Context: an optimization exercise on an open-source flow, tuned for small area and few clock cycles per item. The choices shown serve that exercise and are no tape-out recipe. The RTL was checked by simulation tests, not by an equivalence proof against the original design. Power is estimated from default activity; no workload was simulated.

==> v31 <==
// rs_c3_enc
module rs_c3_enc (
    input  wire        clk,
    input  wire        rst,
    input  wire        in_valid,
    output wire        in_ready,
    input  wire [15:0] in_data,
    output wire        out_valid,
    input  wire        out_ready,
    output wire [15:0] out_data,
    output wire        out_last
);
    localparam integer K    = 240;
    localparam integer NPAR = 16;
    reg [15:0] q [1:NPAR-1];
    reg [15:0] fbd;
    reg        emitting;    
    reg        flushing;    
    reg [7:0]  in_cnt;
    reg [3:0]  out_cnt;
    wire [15:0] qn [1:NPAR-1];
    wire [15:0] top;
    wire x0 = fbd[8] ^ fbd[15];
    wire x1 = fbd[9] ^ fbd[14];
    wire x2 = fbd[3] ^ fbd[11];
    wire x3 = fbd[4] ^ fbd[12];
    wire x4 = fbd[0] ^ x1;
    wire x5 = fbd[10] ^ x0;
    wire x6 = fbd[8] ^ fbd[13];
    wire x7 = fbd[2] ^ fbd[14];
    wire x8 = fbd[5] ^ fbd[15];
    wire x9 = fbd[7] ^ x6;
    wire x10 = fbd[1] ^ fbd[6];
    wire x11 = x4 ^ x10;
    wire x12 = fbd[0] ^ x8;
    wire x13 = fbd[11] ^ x7;
    wire x14 = fbd[1] ^ x5;
    wire x15 = x3 ^ x11;
    wire x16 = fbd[6] ^ fbd[12];
    wire x17 = fbd[15] ^ x16;
    wire x18 = fbd[11] ^ fbd[14];
    wire x19 = x8 ^ x18;
    wire x20 = x3 ^ x7;
    wire x21 = fbd[10] ^ x20;
    wire x22 = x2 ^ x3;
    wire x23 = fbd[2] ^ x22;
    wire x24 = x2 ^ x6;
    wire x25 = x12 ^ x24;
    wire x26 = fbd[5] ^ fbd[11];
    wire x27 = x24 ^ x26;
    wire x28 = x11 ^ x27;
    wire x29 = fbd[4] ^ fbd[14];
    wire x30 = x5 ^ x29;
    wire x31 = x6 ^ x30;
    wire x32 = fbd[3] ^ fbd[12];
    wire x33 = x1 ^ x32;
    wire x34 = x0 ^ x33;
    wire x35 = fbd[1] ^ fbd[8];
    wire x36 = fbd[9] ^ x35;
    wire x37 = x24 ^ x36;
    wire x38 = fbd[0] ^ fbd[7];
    wire x39 = x20 ^ x38;
    wire x40 = x30 ^ x39;
    wire x41 = x32 ^ x35;
    wire x42 = x27 ^ x41;
    wire x43 = fbd[2] ^ fbd[5];
    wire x44 = fbd[13] ^ x38;
    wire x45 = x43 ^ x44;
    wire x46 = x14 ^ x45;
    wire x47 = x6 ^ x21;
    wire x48 = x11 ^ x13;
    wire x49 = x34 ^ x39;
    wire x50 = x34 ^ x45;
    wire x51 = x21 ^ x46;
    wire x52 = x20 ^ x24;
    wire x53 = x8 ^ x51;
    wire x54 = fbd[6] ^ x52;
    wire x55 = x15 ^ x33;
    wire x56 = x12 ^ x30;
    wire x57 = x2 ^ x50;
    wire x58 = fbd[3] ^ x51;
    wire x59 = x36 ^ x51;
    wire x60 = x55 ^ x56;
    wire x61 = x28 ^ x29;
    wire x62 = fbd[10] ^ x49;
    wire x63 = x15 ^ x35;
  ...
Settings: LEC_CHECK=0, CAP_MARGIN=20, CORE_MARGIN=2, CORE_UTILIZATION=55, PLACE_DENSITY=0.7, SETUP_SLACK_MARGIN=0.15, SLEW_MARGIN=20; clock period 4.0 ns.
standard.sh (not shown) runs the stock make flow with config.mk's settings and CLKGATE_MAP_FILE= SYNTH_SCRIPT=/design/flow/synth_recipe.tcl, a recipe that flattens the netlist after the stock synthesis.
==> flow/flow/run.sh <==
#!/bin/bash
# The standard layout (standard.sh) with two changes:
#  - ABC maps the logic with an area-oriented structural mapping (&nf) (flow/abc.script), so
#    the XOR network written in the RTL is kept as it is;
#  - extra ORFS make variables from flow/extra.sh (placement/CTS options).
# Each tool's output goes to the ORFS logs under orfs/logs; make's own output
# goes to make.log.
set -euo pipefail
HERE=$(pwd)
cat > my_synth.tcl <<EOF
proc abc {args} {
  set i [lsearch -exact \$args -script]
  if {\$i >= 0} { set args [lreplace \$args [expr {\$i+1}] [expr {\$i+1}] $HERE/flow/abc.script] }
  yosys abc {*}\$args
}
source $HERE/synth_recipe.tcl
EOF
{
  cat flow/extra.sh
  sed -e "s#SYNTH_SCRIPT=[^ ]*#SYNTH_SCRIPT=$HERE/my_synth.tcl#" \
      -e 's#"\${@:-finish}"#"${EXTRA[@]}" "${@:-finish}"#' standard.sh
} > my_standard.sh
bash my_standard.sh > make.log 2>&1
==> flow/flow/abc.script <==
&get -n
&st
&dch -f
&nf -R 1000
&put
==> flow/flow/extra.sh <==
EXTRA=("BUFFER_PORTS_ARGS=-buffer_cell sky130_fd_sc_hd__buf_1" "CTS_ARGS=-sink_clustering_enable -repair_clock_nets -dont_use_dummy_load -sink_clustering_size 24 -sink_clustering_max_diameter 120")
==> inputs of v12, as changes to v31 <==
--- a/flow/flow/run.sh
+++ b/flow/flow/run.sh
@@ -1,5 +1,5 @@
 #!/bin/bash
 # The standard layout (standard.sh) with two changes:
-#  - ABC maps the logic with an area-oriented structural mapping (&nf) (flow/abc.script), so
+#  - ABC maps the logic with a plain structural mapping (flow/abc.script), so
 #    the XOR network written in the RTL is kept as it is;
 #  - extra ORFS make variables from flow/extra.sh (placement/CTS options).
==> flow/flow/abc.script (replaced) <==
strash
map -a
==> flow/flow/extra.sh (replaced) <==
EXTRA=("BUFFER_PORTS_ARGS=-buffer_cell sky130_fd_sc_hd__buf_2" "CTS_ARGS=-sink_clustering_enable -repair_clock_nets -dont_use_dummy_load -buf_list sky130_fd_sc_hd__clkbuf_8 -root_buf sky130_fd_sc_hd__clkbuf_8")
SETUP_SLACK_MARGIN = unset   (was 0.15)
==> inputs of v5, as changes to v31 <==
--- a/flow/flow/run.sh
+++ b/flow/flow/run.sh
@@ -1,5 +1,5 @@
 #!/bin/bash
 # The standard layout (standard.sh) with two changes:
-#  - ABC maps the logic with an area-oriented structural mapping (&nf) (flow/abc.script), so
+#  - ABC maps the logic with a plain structural mapping (flow/abc.script), so
 #    the XOR network written in the RTL is kept as it is;
 #  - extra ORFS make variables from flow/extra.sh (placement/CTS options).
==> flow/flow/abc.script (replaced) <==
strash
map -a
==> comparison table <==
metric	v31	v5	v12
Syn Std Cell Area	14190 um2	14600 um2	14600 um2
Number of instances in the synthesized netlist	1007	1118	1118
1st-iter DRT viols	949	1111	1021
Power Combinational	0.157 mW	0.227 mW	0.232 mW
Final net count	1192	1340	1365
Share of power burned in the clock network	32.0%	31.2%	37.1%
Area share of and/or/nand/nor cells after synthesis	1.438%	2.923%	2.923%
Number of global-route vias before repair	8200	8709	9060
Placed cell areas	15690 um2	16290 um2	16270 um2
Unrepaired setup endpoints after global routing	true	true	false
Synth cell types	24	15	15
Status	finished clean	finished clean	finished clean
Clock transition at the registers of the reported paths	110 ps	100 ps	60 ps
Testbench counts of v31, summed over its fixed seeds: cycles 49,280, words 192.
Testbench counts of v12, summed over its fixed seeds: cycles 49,280, words 192.
Testbench counts of v5, summed over its fixed seeds: cycles 49,280, words 192.

---

==> run a <==
rs_c3_enc, a different RTL version from the one above (not shown whole).
Settings: LEC_CHECK=0, CAP_MARGIN=20, CORE_MARGIN=2, CORE_UTILIZATION=65, PLACE_DENSITY=0.8, SETUP_SLACK_MARGIN=0.1, SLEW_MARGIN=20; clock period 4.0 ns.
==> flow/flow/run.sh <==
#!/bin/bash
# The standard layout (standard.sh) with two changes:
#  - ABC maps the logic with an area-oriented structural mapping (&nf) (flow/abc.script), so
#    the XOR network written in the RTL is kept as it is;
#  - extra ORFS make variables from flow/extra.sh (placement/CTS options).
# Each tool's output goes to the ORFS logs under orfs/logs; make's own output
# goes to make.log.
set -euo pipefail
HERE=$(pwd)
cat > my_synth.tcl <<EOF
proc abc {args} {
  set i [lsearch -exact \$args -script]
  if {\$i >= 0} { set args [lreplace \$args [expr {\$i+1}] [expr {\$i+1}] $HERE/flow/abc.script] }
  yosys abc {*}\$args
}
source $HERE/synth_recipe.tcl
EOF
{
  cat flow/extra.sh
  sed -e "s#SYNTH_SCRIPT=[^ ]*#SYNTH_SCRIPT=$HERE/my_synth.tcl#" \
      -e 's#"\${@:-finish}"#"${EXTRA[@]}" "${@:-finish}"#' standard.sh
} > my_standard.sh
bash my_standard.sh > make.log 2>&1
==> flow/flow/abc.script <==
&get -n
&st
&dch -f
&nf -R 1000
&put
==> flow/flow/extra.sh <==
EXTRA=("BUFFER_PORTS_ARGS=-buffer_cell sky130_fd_sc_hd__buf_1" "CTS_ARGS=-sink_clustering_enable -repair_clock_nets -dont_use_dummy_load -sink_clustering_size 24 -sink_clustering_max_diameter 120")
==> run b (differences from run a) <==
==> flow/flow/extra.sh (replaced) <==
EXTRA=("BUFFER_PORTS_ARGS=-buffer_cell sky130_fd_sc_hd__buf_1" "CTS_ARGS=-sink_clustering_enable -repair_clock_nets -dont_use_dummy_load -sink_clustering_size 30 -sink_clustering_max_diameter 140")
CORE_UTILIZATION = 60   (was 65)
PLACE_DENSITY = 0.75   (was 0.8)
==> comparison <==
Run a passed the timing, design-rule and antenna checks. Run b passed the timing, design-rule and antenna checks.
Of run b and run a, run b has the higher final cell count (gap 0.29%, measured against run a).
Between run b and run a, the lower first-iteration DRC count is in run a (gap about 4%, measured against run a).
Of run a and run b, run a has the higher core utilization (gap 5.7 points).
Wire length is about the same in run b and run a.
In run b the clock-buffer cell count is lower than in run a, by 3.
In sequential cell count, run b and run a do not differ.
Global-route usage: run a is higher than run b (3.0 points).
Against run a, the setup slack of run b is better by 0.075 ns.
==> figures <==
| item | run a | run b |
|---|---|---|
| Outcome | finished clean | finished clean |
| Peak clock frequency supported by timing | 0.262 GHz | 0.267 GHz |
| Wire length of the first global-routing pass | 56.2 mm | 55.9 mm |
| Switching power as a share of total power | 21.2% | 21.2% |
| Endpoint of the most critical register-to-register path | q[11][10] | q[8][12] |
| GR Util met3 | 5.52% | 7.31% |
| Drt first-iter violations | 1008 | 1048 |
| Relative slew margins | 23.9% | 29.3% |
| Die W | 150 µm | 156 µm |
| Clock-pin slew reported for the worst setup and hold paths after clock tree synthesis | 0.10 ns | 0.12 ns |
| Max FO, Critical Path | 6 | 7 |
| Bufs w/o clock | 140 | 137 |
| Initial core utilization | 66.2% | 61.2% |
| Net load switching power | 1.07 mW | 1.04 mW |
| Share of cell area taken by multi-input logic gates | 38.5% | 38.8% |
| Clock power share | 30.5% | 28.3% |
| Via count of the first global-routing pass | 7919 | 7987 |
| Placed instance area | 15100 µm² | 15100 µm² |
Testbench counts of run a, summed over its fixed seeds: cycles 49,280, words 192.
Testbench counts of run b, summed over its fixed seeds: cycles 49,280, words 192.

-- static timing again, ports no longer ideal --
The results above use ideal ports. As a check the final layouts listed here were re-extracted and re-timed, cells and wires unchanged.
Step 1, drivers: a clkbuf_16 drives clk and a buf_2 each remaining input, both assumed.
Step 2 times the ports against the registers' clock, not the clock port: input delays grow and output delays shrink by t, the midpoint of the rising clock arrivals with the driver on.
Slacks: no drivers / after step 1 / after step 2; pairs: no drivers / after step 1.
run	shift t [ns]	setup slack, ns	worst register clock-pin slew, ns	cell pins on the clock port's net
v31	0.551	0.217 / 0.165 / 0.279	0.11 / 0.11	1
v12	0.593	0.070 / 0.038 / 0.070	0.06 / 0.06	1
v5	0.532	0.200 / 0.148 / 0.233	0.11 / 0.11	1
run a	0.518	0.184 / 0.137 / 0.266	0.11 / 0.11	1
run b	0.540	0.259 / 0.213 / 0.436	0.12 / 0.12	1
After both steps every run listed still meets setup and hold.
